This is an optimization exercise on Yosys and OpenROAD, whose aim is small area, a short achievable clock period and few clock cycles per item, not a production implementation.
In this exercise RTL edits were held to simulation tests only and were not proved equivalent to the original.

<file path="flow/design.v">
module foc_frame (
  input  wire               clk,
  input  wire               rst,           
  input  wire               start,
  output wire               ready,
  output reg                done,
  input  wire signed [15:0] i_u,
  input  wire signed [15:0] i_v,
  input  wire        [13:0] theta_meas,
  input  wire        [13:0] theta_apply,
  input  wire signed [15:0] id_ref,
  input  wire signed [15:0] iq_ref,
  input  wire        [15:0] kp_d,          
  input  wire        [15:0] ki_d,          
  input  wire        [15:0] kp_q,
  input  wire        [15:0] ki_q,
  input  wire        [15:0] kaw,           
  input  wire signed [15:0] wld,           
  input  wire signed [15:0] wlq,           
  input  wire signed [15:0] emf,           
  input  wire        [1:0]  dmode,         
  input  wire               idx_sel,       
  input  wire signed [15:0] vbus,
  input  wire        [15:0] vlim_k,        
  input  wire               lim_mode,      
  input  wire               hold,          
  input  wire               clr_state,     
  output reg  signed [15:0] id_meas,
  output reg  signed [15:0] iq_meas,
  output reg  signed [15:0] vd_out,
  output reg  signed [15:0] vq_out,
  output reg         [15:0] duty_u,
  output reg         [15:0] duty_v,
  output reg         [15:0] duty_w,
  output reg         [2:0]  sector,
  output reg                zero_vec,
  output reg                v_limited
);
  localparam signed [31:0] XLIM = 32'sd8191 * 32'sd65536;
  function [15:0] sin_q;
    input [8:0] k;
    begin
      case (k)
      9'd0: sin_q = 16'd0;
      9'd1: sin_q = 16'd201;
      9'd2: sin_q = 16'd402;
      9'd3: sin_q = 16'd603;
      9'd4: sin_q = 16'd804;
      9'd5: sin_q = 16'd1005;
      9'd6: sin_q = 16'd1206;
      9'd7: sin_q = 16'd1407;
      9'd8: sin_q = 16'd1608;
      9'd9: sin_q = 16'd1809;
      9'd10: sin_q = 16'd2009;
      9'd11: sin_q = 16'd2210;
      9'd12: sin_q = 16'd2410;
      9'd13: sin_q = 16'd2611;
      9'd14: sin_q = 16'd2811;
      9'd15: sin_q = 16'd3012;
      9'd16: sin_q = 16'd3212;
      9'd17: sin_q = 16'd3412;
      9'd18: sin_q = 16'd3612;
      9'd19: sin_q = 16'd3811;
      9'd20: sin_q = 16'd4011;
      9'd21: sin_q = 16'd4210;
      9'd22: sin_q = 16'd4410;
      9'd23: sin_q = 16'd4609;
      9'd24: sin_q = 16'd4808;
      9'd25: sin_q = 16'd5007;
      9'd26: sin_q = 16'd5205;
      9'd27: sin_q = 16'd5404;
      9'd28: sin_q = 16'd5602;
      9'd29: sin_q = 16'd5800;
      9'd30: sin_q = 16'd5998;
      9'd31: sin_q = 16'd6195;
      9'd32: sin_q = 16'd6393;
      9'd33: sin_q = 16'd6590;
      9'd34: sin_q = 16'd6786;
      9'd35: sin_q = 16'd6983;
      9'd36: sin_q = 16'd7179;
      9'd37: sin_q = 16'd7375;
      9'd38: sin_q = 16'd7571;
      9'd39: sin_q = 16'd7767;
      9'd40: sin_q = 16'd7962;
      9'd41: sin_q = 16'd8157;
      9'd42: sin_q = 16'd8351;
      9'd43: sin_q = 16'd8545;
      9'd44: sin_q = 16'd8739;
      9'd45: sin_q = 16'd8933;
      9'd46: sin_q = 16'd9126;
      9'd47: sin_q = 16'd9319;
      9'd48: sin_q = 16'd9512;
      9'd49: sin_q = 16'd9704;
      9'd50: sin_q = 16'd9896;
      9'd51: sin_q = 16'd10087;
      9'd52: sin_q = 16'd10278;
      9'd53: sin_q = 16'd10469;
      9'd54: sin_q = 16'd10659;
      9'd55: sin_q = 16'd10849;
      9'd56: sin_q = 16'd11039;
      9'd57: sin_q = 16'd11228;
      9'd58: sin_q = 16'd11417;
      9'd59: sin_q = 16'd11605;
      9'd60: sin_q = 16'd11793;
      9'd61: sin_q = 16'd11980;
      9'd62: sin_q = 16'd12167;
      9'd63: sin_q = 16'd12353;
      9'd64: sin_q = 16'd12539;
      9'd65: sin_q = 16'd12725;
      9'd66: sin_q = 16'd12910;
      9'd67: sin_q = 16'd13094;
      9'd68: sin_q = 16'd13279;
      9'd69: sin_q = 16'd13462;
      9'd70: sin_q = 16'd13645;
      9'd71: sin_q = 16'd13828;
      9'd72: sin_q = 16'd14010;
      9'd73: sin_q = 16'd14191;
      9'd74: sin_q = 16'd14372;
      9'd75: sin_q = 16'd14553;
      9'd76: sin_q = 16'd14732;
      9'd77: sin_q = 16'd14912;
      9'd78: sin_q = 16'd15090;
      9'd79: sin_q = 16'd15269;
      9'd80: sin_q = 16'd15446;
      9'd81: sin_q = 16'd15623;
      9'd82: sin_q = 16'd15800;
      9'd83: sin_q = 16'd15976;
      9'd84: sin_q = 16'd16151;
      9'd85: sin_q = 16'd16325;
      9'd86: sin_q = 16'd16499;
      9'd87: sin_q = 16'd16673;
      9'd88: sin_q = 16'd16846;
      9'd89: sin_q = 16'd17018;
      9'd90: sin_q = 16'd17189;
      9'd91: sin_q = 16'd17360;
      9'd92: sin_q = 16'd17530;
      9'd93: sin_q = 16'd17700;
      9'd94: sin_q = 16'd17869;
      9'd95: sin_q = 16'd18037;
      9'd96: sin_q = 16'd18204;
      9'd97: sin_q = 16'd18371;
      9'd98: sin_q = 16'd18537;
      9'd99: sin_q = 16'd18703;
      9'd100: sin_q = 16'd18868;
      9'd101: sin_q = 16'd19032;
      9'd102: sin_q = 16'd19195;
      9'd103: sin_q = 16'd19357;
      9'd104: sin_q = 16'd19519;
      9'd105: sin_q = 16'd19680;
      9'd106: sin_q = 16'd19841;
      9'd107: sin_q = 16'd20000;
      9'd108: sin_q = 16'd20159;
      9'd109: sin_q = 16'd20317;
      9'd110: sin_q = 16'd20475;
      9'd111: sin_q = 16'd20631;
      9'd112: sin_q = 16'd20787;
      9'd113: sin_q = 16'd20942;
      9'd114: sin_q = 16'd21096;
      9'd115: sin_q = 16'd21250;
      9'd116: sin_q = 16'd21403;
      9'd117: sin_q = 16'd21554;
      9'd118: sin_q = 16'd21705;
      9'd119: sin_q = 16'd21856;
      9'd120: sin_q = 16'd22005;
      9'd121: sin_q = 16'd22154;
      9'd122: sin_q = 16'd22301;
      9'd123: sin_q = 16'd22448;
      9'd124: sin_q = 16'd22594;
      9'd125: sin_q = 16'd22739;
      9'd126: sin_q = 16'd22884;
      9'd127: sin_q = 16'd23027;
      9'd128: sin_q = 16'd23170;
      9'd129: sin_q = 16'd23311;
      9'd130: sin_q = 16'd23452;
      9'd131: sin_q = 16'd23592;
      9'd132: sin_q = 16'd23731;
      9'd133: sin_q = 16'd23870;
      9'd134: sin_q = 16'd24007;
      9'd135: sin_q = 16'd24143;
      9'd136: sin_q = 16'd24279;
      9'd137: sin_q = 16'd24413;
      9'd138: sin_q = 16'd24547;
      9'd139: sin_q = 16'd24680;
      9'd140: sin_q = 16'd24811;
      9'd141: sin_q = 16'd24942;
      9'd142: sin_q = 16'd25072;
      9'd143: sin_q = 16'd25201;
      9'd144: sin_q = 16'd25329;
      9'd145: sin_q = 16'd25456;
      9'd146: sin_q = 16'd25582;
      9'd147: sin_q = 16'd25708;
      9'd148: sin_q = 16'd25832;
      9'd149: sin_q = 16'd25955;
      9'd150: sin_q = 16'd26077;
      9'd151: sin_q = 16'd26198;
      9'd152: sin_q = 16'd26319;
      9'd153: sin_q = 16'd26438;
      9'd154: sin_q = 16'd26556;
      9'd155: sin_q = 16'd26674;
      9'd156: sin_q = 16'd26790;
      9'd157: sin_q = 16'd26905;
      9'd158: sin_q = 16'd27019;
      9'd159: sin_q = 16'd27133;
      9'd160: sin_q = 16'd27245;
      9'd161: sin_q = 16'd27356;
      9'd162: sin_q = 16'd27466;
      9'd163: sin_q = 16'd27575;
      9'd164: sin_q = 16'd27683;
      9'd165: sin_q = 16'd27790;
      9'd166: sin_q = 16'd27896;
      9'd167: sin_q = 16'd28001;
      9'd168: sin_q = 16'd28105;
      9'd169: sin_q = 16'd28208;
      9'd170: sin_q = 16'd28310;
      9'd171: sin_q = 16'd28411;
      9'd172: sin_q = 16'd28510;
      9'd173: sin_q = 16'd28609;
      9'd174: sin_q = 16'd28706;
      9'd175: sin_q = 16'd28803;
      9'd176: sin_q = 16'd28898;
      9'd177: sin_q = 16'd28992;
      9'd178: sin_q = 16'd29085;
      9'd179: sin_q = 16'd29177;
      9'd180: sin_q = 16'd29268;
      9'd181: sin_q = 16'd29358;
      9'd182: sin_q = 16'd29447;
      9'd183: sin_q = 16'd29534;
      9'd184: sin_q = 16'd29621;
      9'd185: sin_q = 16'd29706;
      9'd186: sin_q = 16'd29791;
      9'd187: sin_q = 16'd29874;
      9'd188: sin_q = 16'd29956;
      9'd189: sin_q = 16'd30037;
      9'd190: sin_q = 16'd30117;
      9'd191: sin_q = 16'd30195;
      9'd192: sin_q = 16'd30273;
      9'd193: sin_q = 16'd30349;
      9'd194: sin_q = 16'd30424;
      9'd195: sin_q = 16'd30498;
      9'd196: sin_q = 16'd30571;
      9'd197: sin_q = 16'd30643;
      9'd198: sin_q = 16'd30714;
      9'd199: sin_q = 16'd30783;
      9'd200: sin_q = 16'd30852;
      9'd201: sin_q = 16'd30919;
      9'd202: sin_q = 16'd30985;
      9'd203: sin_q = 16'd31050;
      9'd204: sin_q = 16'd31113;
      9'd205: sin_q = 16'd31176;
      9'd206: sin_q = 16'd31237;
      9'd207: sin_q = 16'd31297;
      9'd208: sin_q = 16'd31356;
      9'd209: sin_q = 16'd31414;
      9'd210: sin_q = 16'd31470;
      9'd211: sin_q = 16'd31526;
      9'd212: sin_q = 16'd31580;
      9'd213: sin_q = 16'd31633;
      9'd214: sin_q = 16'd31685;
      9'd215: sin_q = 16'd31736;
      9'd216: sin_q = 16'd31785;
      9'd217: sin_q = 16'd31833;
      9'd218: sin_q = 16'd31880;
      9'd219: sin_q = 16'd31926;
      9'd220: sin_q = 16'd31971;
      9'd221: sin_q = 16'd32014;
      9'd222: sin_q = 16'd32057;
      9'd223: sin_q = 16'd32098;
      9'd224: sin_q = 16'd32137;
      9'd225: sin_q = 16'd32176;
      9'd226: sin_q = 16'd32213;
      9'd227: sin_q = 16'd32250;
      9'd228: sin_q = 16'd32285;
      9'd229: sin_q = 16'd32318;
      9'd230: sin_q = 16'd32351;
      9'd231: sin_q = 16'd32382;
      9'd232: sin_q = 16'd32412;
      9'd233: sin_q = 16'd32441;
      9'd234: sin_q = 16'd32469;
      9'd235: sin_q = 16'd32495;
      9'd236: sin_q = 16'd32521;
      9'd237: sin_q = 16'd32545;
      9'd238: sin_q = 16'd32567;
      9'd239: sin_q = 16'd32589;
      9'd240: sin_q = 16'd32609;
      9'd241: sin_q = 16'd32628;
      9'd242: sin_q = 16'd32646;
      9'd243: sin_q = 16'd32663;
      9'd244: sin_q = 16'd32678;
      9'd245: sin_q = 16'd32692;
      9'd246: sin_q = 16'd32705;
      9'd247: sin_q = 16'd32717;
      9'd248: sin_q = 16'd32728;
      9'd249: sin_q = 16'd32737;
      9'd250: sin_q = 16'd32745;
      9'd251: sin_q = 16'd32752;
      9'd252: sin_q = 16'd32757;
      9'd253: sin_q = 16'd32761;
      9'd254: sin_q = 16'd32765;
      9'd255: sin_q = 16'd32766;
      9'd256: sin_q = 16'd32767;
      default: sin_q = 16'd0;
      endcase
    end
  endfunction
  function signed [16:0] sin_p;
    input [12:0] p;
    reg [8:0] i;
    reg [3:0] f;
    reg signed [16:0] a, b, d;
    reg signed [21:0] prod;
    begin
      i = p[12:4];
      f = p[3:0];
      a = {1'b0, sin_q(i)};
      if (i == 9'd256)
        b = a;
      else
        b = {1'b0, sin_q(i + 9'd1)};
      d = b - a;
      prod = d * $signed({1'b0, f}) + 22'sd8;
      sin_p = a + (prod >>> 4);
    end
  endfunction
  function [33:0] sincos;
    input [13:0] th;
    reg [12:0] p;
    reg signed [16:0] sp, sc, s, c;
    begin
      p  = {1'b0, th[11:0]};
      sp = sin_p(p);
      sc = sin_p(13'd4096 - p);
      case (th[13:12])
        2'd0: begin s =  sp; c =  sc; end
        2'd1: begin s =  sc; c = -sp; end
        2'd2: begin s = -sp; c = -sc; end
        default: begin s = -sc; c =  sp; end
      endcase
      sincos = {s, c};
    end
  endfunction
  function signed [15:0] sat16;
    input signed [47:0] x;
    begin
      if (x > 48'sd32767)       sat16 = 16'sh7fff;
      else if (x < -48'sd32768) sat16 = 16'sh8000;
      else                      sat16 = x[15:0];
    end
  endfunction
  function signed [15:0] satv;                   
    input signed [47:0] x;
    begin
      if (x > 48'sd8191)       satv = 16'sd8191;
      else if (x < -48'sd8191) satv = -16'sd8191;
      else                     satv = x[15:0];
    end
  endfunction
  localparam [3:0] S_IDLE  = 4'd0,
                   S_CLARK = 4'd1,
                   S_PARK  = 4'd2,
                   S_PI    = 4'd3,
                   S_DEC   = 4'd4,
                   S_LIM   = 4'd5,
                   S_SQRT  = 4'd6,
                   S_LIM2  = 4'd7,
                   S_DIVV  = 4'd8,
                   S_IPARK = 4'd9,
                   S_SVM   = 4'd10,
                   S_DIVD  = 4'd11,
                   S_END   = 4'd12;
  reg [3:0] state;
  assign ready = (state == S_IDLE);
  reg signed [15:0] r_iu, r_iv, r_idref, r_iqref, r_wld, r_wlq, r_emf, r_vbus;
  reg        [13:0] r_thm, r_tha;
  reg        [15:0] r_kpd, r_kid, r_kpq, r_kiq, r_kaw, r_vlimk;
  reg        [1:0]  r_dmode;
  reg               r_idxsel, r_limmode, r_hold;
  reg signed [31:0] x_d, x_q;
  reg signed [15:0] dl_d, dl_q;
  reg signed [15:0] ib;
  reg signed [16:0] sn, cs;
  reg signed [15:0] id_m, iq_m;
  reg signed [31:0] xn_d, xn_q;
  reg signed [15:0] u_d, u_q;
  reg signed [15:0] vd_c, vq_c;
  reg signed [15:0] vmax;
  reg signed [15:0] vd_l, vq_l;
  reg               lim;
  reg signed [15:0] va, vb;
  reg signed [17:0] n_u, n_v, n_w;
  reg        [1:0]  phase;         
  reg        [27:0] sq_op, sq_res, sq_one;
  reg        [33:0] dv_num;
  reg        [33:0] dv_q;
  reg        [16:0] dv_rem;
  reg        [15:0] dv_den;
  reg        [5:0]  dv_cnt;
  wire [13:0] sc_ang = (state == S_CLARK) ? r_thm : r_tha;
  wire [33:0] sc_val = sincos(sc_ang);
  reg signed [35:0] t_a, t_b;
  reg signed [17:0] e_d, e_q;
  reg signed [47:0] t_x;
  reg signed [47:0] t_u;
  reg signed [47:0] t_v;
  reg        [27:0] mag2, vmax2, vdl2;
  reg signed [15:0] vd_cl;
  reg signed [17:0] h, t, mx, mn, v0;
  reg        [16:0] dv_trial_rem;
  reg        [33:0] dv_nxt_q;
  reg        [16:0] dv_nxt_rem;
  reg        [27:0] sq_sub;
  reg        [16:0] qsat;
  reg        [15:0] code;
  reg        [16:0] absn;
  always @(posedge clk) begin
    if (rst) begin
      state     <= S_IDLE;
      done      <= 1'b0;
      x_d       <= 32'sd0;
      x_q       <= 32'sd0;
      dl_d      <= 16'sd0;
      dl_q      <= 16'sd0;
    end else begin
      done <= 1'b0;
      case (state)
        S_IDLE: begin
          if (start) begin
            r_iu      <= i_u;
            r_iv      <= i_v;
            r_thm     <= theta_meas;
            r_tha     <= theta_apply;
            r_idref   <= id_ref;
            r_iqref   <= iq_ref;
            r_kpd     <= kp_d;
            r_kid     <= ki_d;
            r_kpq     <= kp_q;
            r_kiq     <= ki_q;
            r_kaw     <= kaw;
            r_wld     <= wld;
            r_wlq     <= wlq;
            r_emf     <= emf;
            r_dmode   <= dmode;
            r_idxsel  <= idx_sel;
            r_vbus    <= vbus;
            r_vlimk   <= vlim_k;
            r_limmode <= lim_mode;
            r_hold    <= hold;
            if (clr_state) begin
              x_d  <= 32'sd0;
              x_q  <= 32'sd0;
              dl_d <= 16'sd0;
              dl_q <= 16'sd0;
            end
            state <= S_CLARK;
          end
        end
        S_CLARK: begin
          t_a = ($signed({{2{r_iu[15]}}, r_iu}) + 2 * $signed({{2{r_iv[15]}}, r_iv})) * 36'sd18919
                + 36'sd16384;
          ib <= sat16(t_a >>> 15);
          sn <= sc_val[33:17];
          cs <= sc_val[16:0];
          state <= S_PARK;
        end
        S_PARK: begin
          t_a = r_iu * cs + ib * sn + 36'sd16384;
          t_b = ib * cs - r_iu * sn + 36'sd16384;
          id_m <= sat16(t_a >>> 15);
          iq_m <= sat16(t_b >>> 15);
          state <= S_PI;
        end
        S_PI: begin
          e_d = r_idref - id_m;
          e_q = r_iqref - iq_m;
          t_u = $signed({1'b0, r_kpd}) * e_d + 48'sd128;
          t_u = (t_u >>> 8) + ((x_d + 48'sd32768) >>> 16);
          u_d <= satv(t_u);
          t_x = x_d + $signed({1'b0, r_kid}) * e_d + $signed({1'b0, r_kaw}) * dl_d;
          xn_d <= (t_x > XLIM) ? XLIM : (t_x < -XLIM) ? -XLIM : t_x[31:0];
          t_u = $signed({1'b0, r_kpq}) * e_q + 48'sd128;
          t_u = (t_u >>> 8) + ((x_q + 48'sd32768) >>> 16);
          u_q <= satv(t_u);
          t_x = x_q + $signed({1'b0, r_kiq}) * e_q + $signed({1'b0, r_kaw}) * dl_q;
          xn_q <= (t_x > XLIM) ? XLIM : (t_x < -XLIM) ? -XLIM : t_x[31:0];
          if (r_vbus <= 16'sd0)
            vmax <= 16'sd0;
          else begin
            t_v = ($signed({1'b0, r_vbus}) * $signed({1'b0, r_vlimk})) >>> 16;
            vmax <= satv(t_v);
          end
          state <= S_DEC;
        end
        S_DEC: begin
          if (r_dmode != 2'd0) begin
            t_a = r_wlq * (r_idxsel ? iq_m : r_iqref) + 36'sd2048;
            t_v = u_d - (t_a >>> 12);
            vd_c <= satv(t_v);
            t_a = r_wld * (r_idxsel ? id_m : r_idref) + 36'sd2048;
            t_v = u_q + (t_a >>> 12) + ((r_dmode[1]) ? r_emf : 16'sd0);
            vq_c <= satv(t_v);
          end else begin
            vd_c <= u_d;
            vq_c <= u_q;
          end
          state <= S_LIM;
        end
        S_LIM: begin
          mag2  = vd_c * vd_c + vq_c * vq_c;
          vmax2 = vmax * vmax;
          vd_cl = (vd_c > vmax) ? vmax : (vd_c < -vmax) ? -vmax : vd_c;
          vdl2  = vd_cl * vd_cl;
          vd_l  <= vd_c;
          vq_l  <= vq_c;
          lim   <= 1'b0;
          if (mag2 > vmax2) begin
            lim    <= 1'b1;
            sq_res <= 28'd0;
            sq_one <= 28'h4000000;
            if (r_limmode) begin
              sq_op <= mag2;
            end else begin
              vd_l  <= vd_cl;
              sq_op <= vmax2 - vdl2;
            end
            state <= S_SQRT;
          end else begin
            state <= S_IPARK;
          end
        end
        S_SQRT: begin
          sq_sub = sq_res + sq_one;
          if (sq_op >= sq_sub) begin
            sq_op  <= sq_op - sq_sub;
            sq_res <= (sq_res >> 1) + sq_one;
          end else begin
            sq_res <= sq_res >> 1;
          end
          sq_one <= sq_one >> 2;
          if (sq_one == 28'd1)
            state <= S_LIM2;
        end
        S_LIM2: begin
          if (!r_limmode) begin
            if (vq_c >= 0)
              vq_l <= (vq_c > $signed(sq_res[15:0])) ? sq_res[15:0] : vq_c;
            else
              vq_l <= (-vq_c > $signed(sq_res[15:0])) ? -sq_res[15:0] : vq_c;
            state <= S_IPARK;
          end else begin
            phase  <= 2'd0;
            dv_num <= (vd_c < 0 ? -vd_c : vd_c) * vmax;
            dv_den <= sq_res[15:0];
            dv_rem <= 17'd0;
            dv_q   <= 34'd0;
            dv_cnt <= 6'd0;
            state  <= S_DIVV;
          end
        end
        S_DIVV: begin
          dv_trial_rem = {dv_rem[15:0], dv_num[33 - dv_cnt]};
          if (dv_trial_rem >= {1'b0, dv_den}) begin
            dv_nxt_rem = dv_trial_rem - {1'b0, dv_den};
            dv_nxt_q   = {dv_q[32:0], 1'b1};
          end else begin
            dv_nxt_rem = dv_trial_rem;
            dv_nxt_q   = {dv_q[32:0], 1'b0};
          end
          dv_rem <= dv_nxt_rem;
          dv_q   <= dv_nxt_q;
          dv_cnt <= dv_cnt + 6'd1;
          if (dv_cnt == 6'd33) begin
            dv_rem <= 17'd0;
            dv_q   <= 34'd0;
            dv_cnt <= 6'd0;
            if (phase == 2'd0) begin
              vd_l   <= (vd_c < 0) ? -dv_nxt_q[15:0] : dv_nxt_q[15:0];
              dv_num <= (vq_c < 0 ? -vq_c : vq_c) * vmax;
              phase  <= 2'd1;
            end else begin
              vq_l  <= (vq_c < 0) ? -dv_nxt_q[15:0] : dv_nxt_q[15:0];
              state <= S_IPARK;
            end
          end
        end
        S_IPARK: begin
          t_a = vd_l * $signed(sc_val[16:0]) - vq_l * $signed(sc_val[33:17]) + 36'sd16384;
          t_b = vd_l * $signed(sc_val[33:17]) + vq_l * $signed(sc_val[16:0]) + 36'sd16384;
          va <= sat16(t_a >>> 15);
          vb <= sat16(t_b >>> 15);
          state <= S_SVM;
        end
        S_SVM: begin
          h = va >>> 1;
          t_a = vb * 36'sd28378 + 36'sd16384;
          t = t_a >>> 15;
          mx = va;
          if (t - h > mx)  mx = t - h;
          if (-h - t > mx) mx = -h - t;
          mn = va;
          if (t - h < mn)  mn = t - h;
          if (-h - t < mn) mn = -h - t;
          v0 = -((mx + mn) >>> 1);
          n_u <= va + v0;
          n_v <= t - h + v0;
          n_w <= -h - t + v0;
          if ((t > 0) || (t == 0 && va >= 0)) begin
            if (va > t - h)       sector <= 3'd1;
            else if (va > -h - t) sector <= 3'd2;
            else                  sector <= 3'd3;
          end else begin
            if (va < t - h)       sector <= 3'd4;
            else if (va < -h - t) sector <= 3'd5;
            else                  sector <= 3'd6;
          end
          if (r_vbus <= 16'sd0) begin
            duty_u   <= 16'd32768;
            duty_v   <= 16'd32768;
            duty_w   <= 16'd32768;
            sector   <= 3'd0;
            zero_vec <= 1'b1;
            state    <= S_END;
          end else begin
            zero_vec <= 1'b0;
            phase  <= 2'd0;
            absn   = (va + v0 < 0) ? -(va + v0) : (va + v0);
            dv_num <= absn * 34'd65535;
            dv_den <= r_vbus;
            dv_rem <= 17'd0;
            dv_q   <= 34'd0;
            dv_cnt <= 6'd0;
            state  <= S_DIVD;
          end
        end
        S_DIVD: begin
          dv_trial_rem = {dv_rem[15:0], dv_num[33 - dv_cnt]};
          if (dv_trial_rem >= {1'b0, dv_den}) begin
            dv_nxt_rem = dv_trial_rem - {1'b0, dv_den};
            dv_nxt_q   = {dv_q[32:0], 1'b1};
          end else begin
            dv_nxt_rem = dv_trial_rem;
            dv_nxt_q   = {dv_q[32:0], 1'b0};
          end
          dv_rem <= dv_nxt_rem;
          dv_q   <= dv_nxt_q;
          dv_cnt <= dv_cnt + 6'd1;
          if (dv_cnt == 6'd33) begin
            dv_rem <= 17'd0;
            dv_q   <= 34'd0;
            dv_cnt <= 6'd0;
            qsat = (dv_nxt_q > 34'd32768) ? 17'd32768 : dv_nxt_q[16:0];
            case (phase)
              2'd0: begin
                if (n_u < 0) code = (qsat >= 17'd32768) ? 16'd0 : 16'd32768 - qsat[15:0];
                else         code = (qsat >= 17'd32767) ? 16'd65535 : 16'd32768 + qsat[15:0];
                duty_u <= code;
                absn = (n_v < 0) ? -n_v : n_v;
                dv_num <= absn * 34'd65535;
                phase <= 2'd1;
              end
              2'd1: begin
                if (n_v < 0) code = (qsat >= 17'd32768) ? 16'd0 : 16'd32768 - qsat[15:0];
                else         code = (qsat >= 17'd32767) ? 16'd65535 : 16'd32768 + qsat[15:0];
                duty_v <= code;
                absn = (n_w < 0) ? -n_w : n_w;
                dv_num <= absn * 34'd65535;
                phase <= 2'd2;
              end
              default: begin
                if (n_w < 0) code = (qsat >= 17'd32768) ? 16'd0 : 16'd32768 - qsat[15:0];
                else         code = (qsat >= 17'd32767) ? 16'd65535 : 16'd32768 + qsat[15:0];
                duty_w <= code;
                state <= S_END;
              end
            endcase
          end
        end
        S_END: begin
          id_meas   <= id_m;
          iq_meas   <= iq_m;
          vd_out    <= vd_l;
          vq_out    <= vq_l;
          v_limited <= lim;
          if (r_hold) begin
            dl_d <= 16'sd0;
            dl_q <= 16'sd0;
          end else begin
            x_d  <= xn_d;
            x_q  <= xn_q;
            dl_d <= vd_l - vd_c;
            dl_q <= vq_l - vq_c;
          end
          done  <= 1'b1;
          state <= S_IDLE;
        end
        default: state <= S_IDLE;
      endcase
    end
  end
endmodule
</file>
<file path="flow/run.sh">
#!/bin/bash
# synth_recipe.tcl (not shown) runs the flow's synth.tcl, then flattens the netlist and writes it again
# the make line also repeats each setting of config.mk as NAME=value (left out here)
make -C /OpenROAD-flow-scripts/flow DESIGN_CONFIG=/design/flow/config.mk WORK_HOME=/design/flow/orfs CLKGATE_MAP_FILE= SYNTH_SCRIPT=/design/flow/synth_recipe.tcl finish
</file>
<file path="flow/config.mk">
export PLATFORM = sky130hd
export DESIGN_NAME = foc_frame
export DESIGN_NICKNAME = foc_frame
export VERILOG_FILES = /design/flow/design.v
export SDC_FILE = /design/flow/constraint.sdc
export NUM_CORES = 4
export LEC_CHECK = 0
export CAP_MARGIN = 20
export CORE_MARGIN = 2
export CORE_UTILIZATION = 22
export PLACE_DENSITY = 0.32
export SLEW_MARGIN = 20
export SYNTH_MEMORY_MAX_BITS = 16384
</file>
<file path="flow/constraint.sdc">
create_clock -name core_clock -period 30.0 [get_ports {clk}]
set_input_delay 6.0000 -clock core_clock [delete_from_list [all_inputs] [get_ports {clk}]]
set_output_delay 6.0000 -clock core_clock [all_outputs]
set_load 0.01 [all_outputs]
</file>
==> reports/results.ini <==
[status]
status = no timing/DRC/antenna violations

[synthesis]
synth.area.mux_share_pct = 0.5937
yosys_warnings = 1
synth_top_family_by_area = adder cells
synth_ff_type = edfxtp_1
synth-seq-cells = 980
synth_compound_area_share_pct = 7.892
ys_seq_area_share_pct = 8.566
synth_xor_area_share_pct = 3.588
synth-edff-count = 879
ys_types = 118
syn_area_um2 = 331700
synthSimpleGateAreaFrac_pct = 13.25
synth-async-reset-ratio_pct = 0
synth_fa_ha_area_share_pct = 54.75
syn_inst = 36518
avgSynthCellArea_um2 = 9.084

[clocking]
cts_hold_buf = 0
cts_setup_buffers = 0
numCtsBuffers = 172
cts_tree = done
cts_root_buffer = clkbuf_16
post_cts_resized = 0
clockBufferDepth = 5
clock_latency_ns = 1.16
cts.sinks = 980
h-tree-depth = 4
path_clk_slew_ns = 0.08

[setup_path]
startpoint_type = flop
cp.arrival_ns = 28.29
r2r_slack_ns = 2.43
critPathMaxFanout = 18
cpPeakStageDelay_ns = 0.78
r2r-end = dv_num[31]
cp-end-kind = flop
r2r_cells = 106
rr_startpoint = vb[15]
worst_path_max_delay_cell = edfxtp_1
worstPathRequired_ns = 30.73
cpMostUsedCell = a21oi_1
path_class = reg2reg

[cells_and_area]
fin_cells = 56760
drive_gt1_share_pct = 3.973
design_area_um2 = 368800
register_area_um2 = 28420
nets = 47146
area_growth_pct = 11.16
fill_cells = 163486
multi_input_area_um2 = 268200

[sta]
report.final.slew_viol_count = 0
period_share_pct = 91.89
setup_viol = 0
max_slew_margin_pct = 5.137
fin_skew_ns = 0.1692
rsz0062_at_grt = false
worst_slew_pin_slew_ns = 1.418
hold_viol = 0
min_period_ns = 27.57
fin_tns_setup_ns = 0
fmax_ghz = 0.03628

[global_routing]
grt.total_usage_pct = 17.18
grt_pass1_wl_um = 1930000
grt_pass1_vias = 274558
antenna_found_initial = 138
grt_remaining_overflow = 0
grt_max_degree = 105

[route]
drt_iter0_drc = 13780
drc = 0
routed_wl_um = 1298000
viasPerCell = 4.319
firstDrtPassIters = 6
routed-via-count = 245154
ant_nets = 0
wl_per_cell_um = 22.87

[worst_hold_path]
hold_class = reg2reg
hold_depth = 0
min_to = v_limited
hp-start = lim

[placed_design]
portBuffers = 379
gp_congestion = 0.8560
place_area_um2 = 362800
dpl.hpwl_um = 1057000
dp_cells = 56307

[floorplanning]
io_pins = 380
die_h_um = 1232
start_util_pct = 22.03
die_w_um = 1232
die_area_um2 = 1518000
rows = 451
fp.coreArea_um2 = 1506000

[flow_run]
maxCapViolations = 0

==> routing by layer <==
layer	part of all wire, %	routed length, um	track usage, %	vias up
met2	47	616000	29.12	4273
met4	3.0	39160	4.503	4
met5	0.0021	27	0	-
met3	3.1	39940	1.402	1034
li1	-	-	-	111741
met1	46	603200	23.57	128102
==> worst max-delay path, delay by kind of cell, from the launching register on <==
kind	cells	cell delay (ns)
flops	1	0.78
buf+inv	11	1.27
mux	2	0.84
simple gates	22	4.59
xor+xnor	5	2.05
compound gates	47	9.43
fa+ha+maj	19	8.22
==> cell usage in the layout (no fill, tap or decap), drive strengths merged, types with 849 or more instances in the layout <==
master,instances
xnor2,1013
edfxtp,879
o21ai,849
fa,6967
nor2,1822
nand2,4380
ha,3368
inv,8435
a21oi,1186
and2,1629
==> through the flow <==
stage	setup slack [ns]	util (%)	hold slack, ns
2_1_floorplan	6.233	-	0.4003
3_3_place_gp	2.093	24.10	0.4326
3_5_place_dp	2.430	24.10	0.4126
4_1_cts	2.284	24.47	0.4586
5_1_grt	0.1575	24.49	0.4754
6_report	2.434	24.49	0.4499
==> worst max-delay path by stage <==
stage,startpoint,to,slack [ns],cells after the start
finish,vb[15],dv_num[31],2.43,106
global route,vb[15],dv_num[31],0.16,110
CTS,vb[15],dv_num[31],2.28,106
detailed placement,vb[15],dv_num[31],2.43,106
global placement,vb[15],dv_num[31],2.09,110
floorplan,vb[15],dv_num[31],6.23,110
==> synthesized netlist by cell type (128+ instances only) <==
cell type / count / area, um^2
edfxtp_1: 879 / 26400
or3_1: 131 / 819.5
nand2b_1: 243 / 1520
nor2b_1: 266 / 1664
xnor2_1: 1011 / 8855
o21a_1: 134 / 1006
ha_1: 3368 / 42140
xor2_1: 343 / 3004
nor3_1: 407 / 2037
nor2_1: 1819 / 6828
o211ai_1: 155 / 1164
nand2_1: 4380 / 16440
o21bai_1: 204 / 1531
a21oi_1: 1183 / 5921
inv_1: 8406 / 31550
buf_1: 128 / 480.5
and2_1: 1629 / 10190
clkbuf_1: 1454 / 5458
o21ai_0: 828 / 4144
fa_1: 6967 / 139500
a21o_1: 333 / 2500
nand3_1: 276 / 1381
a211oi_1: 206 / 1546
==> cell type report <==
class                   count  area share (%)
multi-input cells       25806           72.73
inverters                8440           8.591
flip-flops and latches    980           7.707
well taps               19932           6.763
repair buffers           1150           2.604
clock buffers             199           1.220
clock inverters            99          0.2772
diodes                    154          0.1045
==> flip-flops by register name, summed over array words and instances (netlist names), 17 cells and up <==
name and cells:
n_v 18, x_d 32, cs 17, xn_q 32, sq_res 28, dv_num 34, n_w 18, sn 17
xn_d 32, x_q 32, sq_op 28, dv_q 33
==> kinds of logic after synthesis <==
| group | after synthesis |
|---|---|
| buffers and inverters | 10031 |
| AOI/OAI and AO/OA | 4053 |
| adders and majority gates | 10337 |
| DFF | 980 |
| and+or+nand+nor | 9594 |
| xor gates and xnor gates | 1356 |
| muxes | 165 |
| other | 2 |
Testbench counts, summed over its fixed seeds: cycles 376,465, frames 3,200.

## port drivers added, routing unchanged
No port has a modelled driver above. Below, the same layout with a new extraction and two added sets of constraints. Step 1 sets driving cells, clkbuf_16 on the clock port and buf_2 on the other inputs (assumed; they add their load-dependent delay and slew). Step 2 moves the port delays by t, midway between the first and last clock arrival at a register: inputs arrive t later, outputs are due t later. That takes back most of the time a late clock gives input paths. Three values: ideal ports, drivers, drivers and shift; two values: the first two.
t, ns: 1.241
setup WS [ns]: 2.434 / 2.434 / 2.434
latest minus earliest clock arrival (ns): 0.176 / 0.176
pins driven straight from the clock port: 1
After both steps setup and hold are still met in this run. For this run, drivers alone change the setup slack by 0.000 ns; drivers and shift together by 0.000 ns.
